Background: an optimization exercise with open tools, aiming at small area, a short achievable clock period and few clock cycles per item. Do not read the settings as production practice.
In this exercise RTL edits were held to simulation tests only and were not proved equivalent to the original.

Setup of before:
## rs136_dec
module rs136_dec (
    input  wire       clk,
    input  wire       rst,
    input  wire       in_valid,
    input  wire [9:0] in_sym,
    output wire       in_ready,
    output reg        out_valid,
    output reg  [9:0] out_sym,
    output reg        out_last,
    output reg        out_fail,
    output reg  [2:0] out_nerr
);
For scale: roughly 6000 cells after synthesis, ~30 I/O pins.
make LEC_CHECK=0 ABC_AREA=1 CAP_MARGIN=20 CORE_MARGIN=2 CORE_UTILIZATION=40 CTS_BUF_LIST=sky130_fd_sc_hd__clkbuf_8 CTS_CLUSTER_DIAMETER=60 CTS_CLUSTER_SIZE=20 SLEW_MARGIN=20 finish   # period 20.0 ns
run.sh (not shown) runs the stock make flow with config.mk's settings and CLKGATE_MAP_FILE= SYNTH_SCRIPT=/design/flow/synth_recipe.tcl, a recipe that flattens the netlist after the stock synthesis.
Testbench counts of before, summed over its fixed seeds: cycles 27,496, items 192.
Edits applied to the flow inputs when going from before to after:
Settings: changing CORE_UTILIZATION from 40 to 55; removing ABC_AREA (formerly 1).
Results
On fraction of layout cells with a size suffix above 1, after and before are basically level. Against before as the reference, after delivers a lower worst hold slack. Growth of design area from synthesis to finish: after < before. Cmp after vs before: count of inverters not on the clock network in the layout lower in after. The run with more setup slack is before; after has less.

Another version of the RTL of rs136_dec (not shown whole).
Size in the first run: ~5,200 cells after synthesis, ~2,300 flip-flops, ~67,000 um2 of cells after synthesis.
clock: 20.0 ns
lec_check: 0
cap_margin: 20
core_margin: 2
core_utilization: 40
cts_buf_list: sky130_fd_sc_hd__clkbuf_8
cts_cluster_diameter: 60
cts_cluster_size: 20
slew_margin: 20
Testbench counts at the start, summed over its fixed seeds: cycles 27,504, items 192.
Then changed:
- CTS_BUF_LIST: sky130_fd_sc_hd__clkbuf_8 -> sky130_fd_sc_hd__clkbuf_8 sky130_fd_sc_hd__clkbuf_16
- CTS_CLUSTER_SIZE: 20 -> 30
Core utilization climbs by 0.98 points. Setup slack gains 0.12 ns. First-iteration DRC count drops by 1.8%. Sequential cell count does not change. Wire length is about the same. Area after synthesis stays the same. Cell area climbs by about 2.2%. Fmax climbs by about 2%. Global-route usage is about the same. Critical path depth stays the same.

rs136_dec, a different RTL version from the one above (not shown whole).
Size in the first run: roughly 2,200 flip-flops, about 30 I/O pins, roughly 66,000 µm² of cells after synthesis.
make LEC_CHECK=0 CAP_MARGIN=20 CORE_MARGIN=2 CORE_UTILIZATION=70 CTS_BUF_LIST='sky130_fd_sc_hd__clkbuf_4 sky130_fd_sc_hd__clkbuf_8' CTS_CLUSTER_DIAMETER=50 CTS_CLUSTER_SIZE=16 SLEW_MARGIN=20 finish   # period 20.0 ns
Testbench counts at the start, summed over its fixed seeds: cycles 27,480, items 192.
Rerun with:
CTS_BUF_LIST = sky130_fd_sc_hd__clkbuf_8   (was sky130_fd_sc_hd__clkbuf_4 sky130_fd_sc_hd__clkbuf_8)
After rerunning: The new run finished clean; worst setup slack gets better by 0.0034 ns; first-iteration DRC count goes up by 4.4%; via count is about the same; worst hold slack is about the same; synthesized cell count is unchanged; sequential share of layout area stays flat; global-route usage hardly moves; clock skew drops by 0.0078 ns.

run 1:
Another version of the RTL of rs136_dec (not shown whole).
Size in the first run: roughly 5100 cells after synthesis, ~30 I/O pins, roughly 67000 µm² of cells after synthesis.
==> flow/config.mk <==
export PLATFORM = sky130hd
export DESIGN_NAME = rs136_dec
export DESIGN_NICKNAME = rs136_dec
export VERILOG_FILES = /design/flow/design.v
export SDC_FILE = /design/flow/constraint.sdc
export NUM_CORES = 4
export LEC_CHECK = 0
export CAP_MARGIN = 20
export CORE_MARGIN = 2
export CORE_UTILIZATION = 70
export CTS_BUF_LIST = sky130_fd_sc_hd__clkbuf_8
export CTS_CLUSTER_DIAMETER = 40
export CTS_CLUSTER_SIZE = 14
export SLEW_MARGIN = 20
==> flow/constraint.sdc <==
create_clock -name core_clock -period 20.0 [get_ports {clk}]
set_input_delay 4.0000 -clock core_clock [delete_from_list [all_inputs] [get_ports {clk}]]
set_output_delay 4.0000 -clock core_clock [all_outputs]
set_load 0.01 [all_outputs]
Testbench counts of run 1, summed over its fixed seeds: cycles 27,488, items 192.
The inputs of run 2 differ from those of run 1 as listed below.
diff --git a/flow/config.mk b/flow/config.mk
--- a/flow/config.mk
+++ b/flow/config.mk
@@ -8,7 +8,7 @@
 export CAP_MARGIN = 20
 export CORE_MARGIN = 2
-export CORE_UTILIZATION = 70
+export CORE_UTILIZATION = 75
 export CTS_BUF_LIST = sky130_fd_sc_hd__clkbuf_8
-export CTS_CLUSTER_DIAMETER = 40
-export CTS_CLUSTER_SIZE = 14
+export CTS_CLUSTER_DIAMETER = 50
+export CTS_CLUSTER_SIZE = 16
 export SLEW_MARGIN = 20
## What came out
Between run 1 and run 2, die outline width is higher for run 1, run 2 comes in under that.
Worst setup path endpoint = out_sym[5]: run 1; worst setup path endpoint = out_sym[2]: run 2
From run 1 to run 2 the numbers moved as follows: time the worst path needs with I/O delays and setup up 0.024 ns, number of standard cells after synthesis neither gained nor lost much.
In the flow results for run 1 and run 2, the final standard cell area without fillers is smaller on run 2.
Fraction of standard cell area in multi-input logic was lower in run 1 than in run 2.
Looking at launching instance or port of the critical path, the out_sym[2] result is from run 2; the out_sym[5] one comes from run 1.
Inputs modified between run 2 and run 3:
==> flow/flow/run.sh (new file) <==
#!/bin/bash
# The standard layout (standard.sh: the ORFS flow, standard synthesis
# unchanged) with only the clock tree options changed: clkbuf_8 sink
# buffers in clusters of at most 16 sinks, a clkbuf_16 root buffer, and no
# dummy loads. The full output of the flow goes to flow_standard.log; ORFS
# keeps each step's own log under orfs/logs.
set -euo pipefail
export CTS_ARGS="-sink_clustering_enable -repair_clock_nets -sink_clustering_size 16 -sink_clustering_max_diameter 50 -buf_list sky130_fd_sc_hd__clkbuf_8 -root_buf sky130_fd_sc_hd__clkbuf_16 -dont_use_dummy_load"
bash standard.sh > flow_standard.log 2>&1
==> flow/standard.sh (new file) <==
#!/bin/bash
# synth_recipe.tcl (not shown) runs the flow's synth.tcl, then flattens the netlist and writes it again
# the make line also repeats each setting of config.mk as NAME=value (left out here)
make -C /OpenROAD-flow-scripts/flow DESIGN_CONFIG=/design/flow/config.mk WORK_HOME=/design/flow/orfs CLKGATE_MAP_FILE= SYNTH_SCRIPT=/design/flow/synth_recipe.tcl "${@:-finish}"
diff --git a/flow/config.mk b/flow/config.mk
--- a/flow/config.mk
+++ b/flow/config.mk
@@ -8,5 +8,5 @@
 export CAP_MARGIN = 20
 export CORE_MARGIN = 2
-export CORE_UTILIZATION = 75
+export CORE_UTILIZATION = 70
 export CTS_BUF_LIST = sky130_fd_sc_hd__clkbuf_8
 export CTS_CLUSTER_DIAMETER = 50
removed: flow/run.sh
### Flow results
Changes observed in run 3 relative to run 2: routed wire length lower; worst clock skew on the final layout increased by 0.077 ns relative to the old numbers.
Run 3 reports its launching instance or port of the critical path as in_ready_r while run 2 reports out_sym[2].
Changes observed in run 3 relative to run 2: final non-filler cell area decreased by 580 µm² relative to the old numbers; fraction of met2 tracks used by global routing decreased by 10 points relative to the old numbers.
Sequential cell area share (higher): run 3

rs136_dec again, from the RTL that the note above started with.
clock: 20.0 ns
lec_check: 0
cap_margin: 20
core_margin: 2
core_utilization: 70
cts_buf_list: sky130_fd_sc_hd__clkbuf_8
cts_cluster_diameter: 50
cts_cluster_size: 16
place_density: 0.85
slew_margin: 20
Stock flow here: none of the scripts above is used.
The starting point completed without violations.
Testbench counts at the start, summed over its fixed seeds: cycles 27,488, items 192.
Rerun with:
PLACE_DENSITY = unset   (was 0.85)
What happened: The changed run finished with timing, DRC and antenna clean; area after synthesis stays the same; wire length went down by 0.46%; critical path depth does not change; clock skew is higher by 24 ps; setup slack gains 43 ps; via count drops by 1.8%; clock-buffer cell count came out higher by 7.
Rerun with:
CTS_BUF_LIST = sky130_fd_sc_hd__clkbuf_16   (was sky130_fd_sc_hd__clkbuf_8)
CTS_CLUSTER_SIZE = 22   (was 16)
Result: Non-clock buffer count does not change. First-iteration DRC count went up by 16%.

Another version of the RTL of rs136_dec (not shown whole).
Size: roughly 30 I/O pins, ~0.066 mm² of cells after synthesis.
## rs136_dec
module rs136_dec (
    input  wire       clk,
    input  wire       rst,
    input  wire       in_valid,
    input  wire [9:0] in_sym,
    output wire       in_ready,
    output reg        out_valid,
    output reg  [9:0] out_sym,
    output reg        out_last,
    output reg        out_fail,
    output reg  [2:0] out_nerr
);
export LEC_CHECK = 0
export CAP_MARGIN = 20
export CORE_MARGIN = 2
export CORE_UTILIZATION = 70
export CTS_BUF_LIST = sky130_fd_sc_hd__clkbuf_8
export CTS_CLUSTER_DIAMETER = 50
export CTS_CLUSTER_SIZE = 16
export SLEW_MARGIN = 20
create_clock -name core_clock -period 20.0 [get_ports {clk}]
standard.sh (not shown) runs the stock make flow with config.mk's settings and CLKGATE_MAP_FILE= SYNTH_SCRIPT=/design/flow/synth_recipe.tcl, a recipe that flattens the netlist after the stock synthesis.
==> flow/flow/run.sh <==
#!/bin/bash
# The standard layout (standard.sh: the ORFS flow, standard synthesis
# unchanged) with two layout options changed:
#  - every input and output port still gets its own buffer, but a buf_4
#    instead of the slow delay cell buffer_ports picks by default;
#  - clock tree: clkbuf_8 sink buffers in clusters of at most 16 sinks,
#    clkbuf_16 root and tree buffers, and no dummy loads.
# The full output of the flow goes to flow_standard.log; ORFS keeps each
# step's own log under orfs/logs.
set -euo pipefail
export BUFFER_PORTS_ARGS="-buffer_cell sky130_fd_sc_hd__buf_4"
export CTS_ARGS="-sink_clustering_enable -repair_clock_nets -sink_clustering_size 16 -sink_clustering_max_diameter 50 -buf_list sky130_fd_sc_hd__clkbuf_8 -root_buf sky130_fd_sc_hd__clkbuf_16 -tree_buf sky130_fd_sc_hd__clkbuf_16 -dont_use_dummy_load"
bash standard.sh > flow_standard.log 2>&1
The first run passed the timing, DRC and antenna checks.
Testbench counts at the start, summed over its fixed seeds: cycles 27,488, items 192.
Rerun with:
==> flow/flow/run.sh (replaced) <==
#!/bin/bash
# The standard layout (standard.sh: the ORFS flow, standard synthesis
# unchanged) with two layout options changed:
#  - every input and output port still gets its own buffer, but a buf_4
#    instead of the slow delay cell buffer_ports picks by default;
#  - clock tree: clkbuf_8 sink buffers in clusters of at most 20 sinks, a
#    clkbuf_16 root buffer, and no dummy loads.
# The full output of the flow goes to flow_standard.log; ORFS keeps each
# step's own log under orfs/logs.
set -euo pipefail
export BUFFER_PORTS_ARGS="-buffer_cell sky130_fd_sc_hd__buf_4"
export CTS_ARGS="-sink_clustering_enable -repair_clock_nets -sink_clustering_size 20 -sink_clustering_max_diameter 55 -buf_list sky130_fd_sc_hd__clkbuf_8 -root_buf sky130_fd_sc_hd__clkbuf_16 -dont_use_dummy_load"
bash standard.sh > flow_standard.log 2>&1
Hold slack got worse by 39 ps.
Final area is lower slightly.
First-iteration DRC count is higher by a few percent.

-- separate check: timing with driven ports --
No port has a modelled driver above. Below, the same layouts with a new extraction and two added sets of constraints.
Step 1, drivers: a clkbuf_16 drives clk and a buf_2 each remaining input, both assumed.
Step 2 also shifts input and output timing later by t, the mid clock arrival at the registers, as if the neighbouring blocks saw the same clock.
Three values: ideal, step 1, step 2; two values: the first two.
run | shift t [ns] | setup WS [ns] | slew at the worst register clock pin (ns) | worst data-port slew with drivers (ns) | cell pins on the clock port's net
before | 0.986 | 14.228 / 14.150 / 14.569 | 0.12 / 0.12 | 0.03 | 1
after | 0.947 | 14.205 / 14.137 / 14.627 | 0.12 / 0.12 | 0.03 | 1
the first run of note 2 | 0.978 | 14.118 / 14.044 / 14.468 | 0.12 / 0.12 | 0.04 | 1
the second run of note 2 | 0.867 | 14.235 / 14.158 / 14.445 | 0.10 / 0.10 | 0.04 | 1
the first run of note 3 | 0.935 | 13.609 / 13.639 / 12.704 | 0.10 / 0.10 | 0.04 | 1
the second run of note 3 | 0.935 | 13.612 / 13.642 / 12.707 | 0.10 / 0.10 | 0.04 | 1
run 1 | 0.949 | 14.268 / 14.201 / 14.595 | 0.09 / 0.09 | 0.03 | 1
run 2 | 0.920 | 14.245 / 14.177 / 14.457 | 0.11 / 0.11 | 0.04 | 1
run 3 | 0.752 | 14.430 / 14.361 / 14.632 | 0.10 / 0.10 | 0.03 | 1
the first run of note 5 | 0.932 | 14.229 / 14.162 / 14.567 | 0.10 / 0.10 | 0.03 | 1
the second run of note 5 | 0.929 | 14.272 / 14.205 / 14.611 | 0.10 / 0.10 | 0.03 | 1
the third run of note 5 | 0.830 | 14.364 / 14.293 / 14.586 | 0.10 / 0.10 | 0.03 | 1
the first run of note 6 | 0.759 | 14.824 / 14.754 / 15.039 | 0.10 / 0.10 | 0.03 | 1
the second run of note 6 | 0.735 | 14.844 / 14.772 / 15.020 | 0.12 / 0.12 | 0.03 | 1
After both steps every run listed still meets setup and hold.
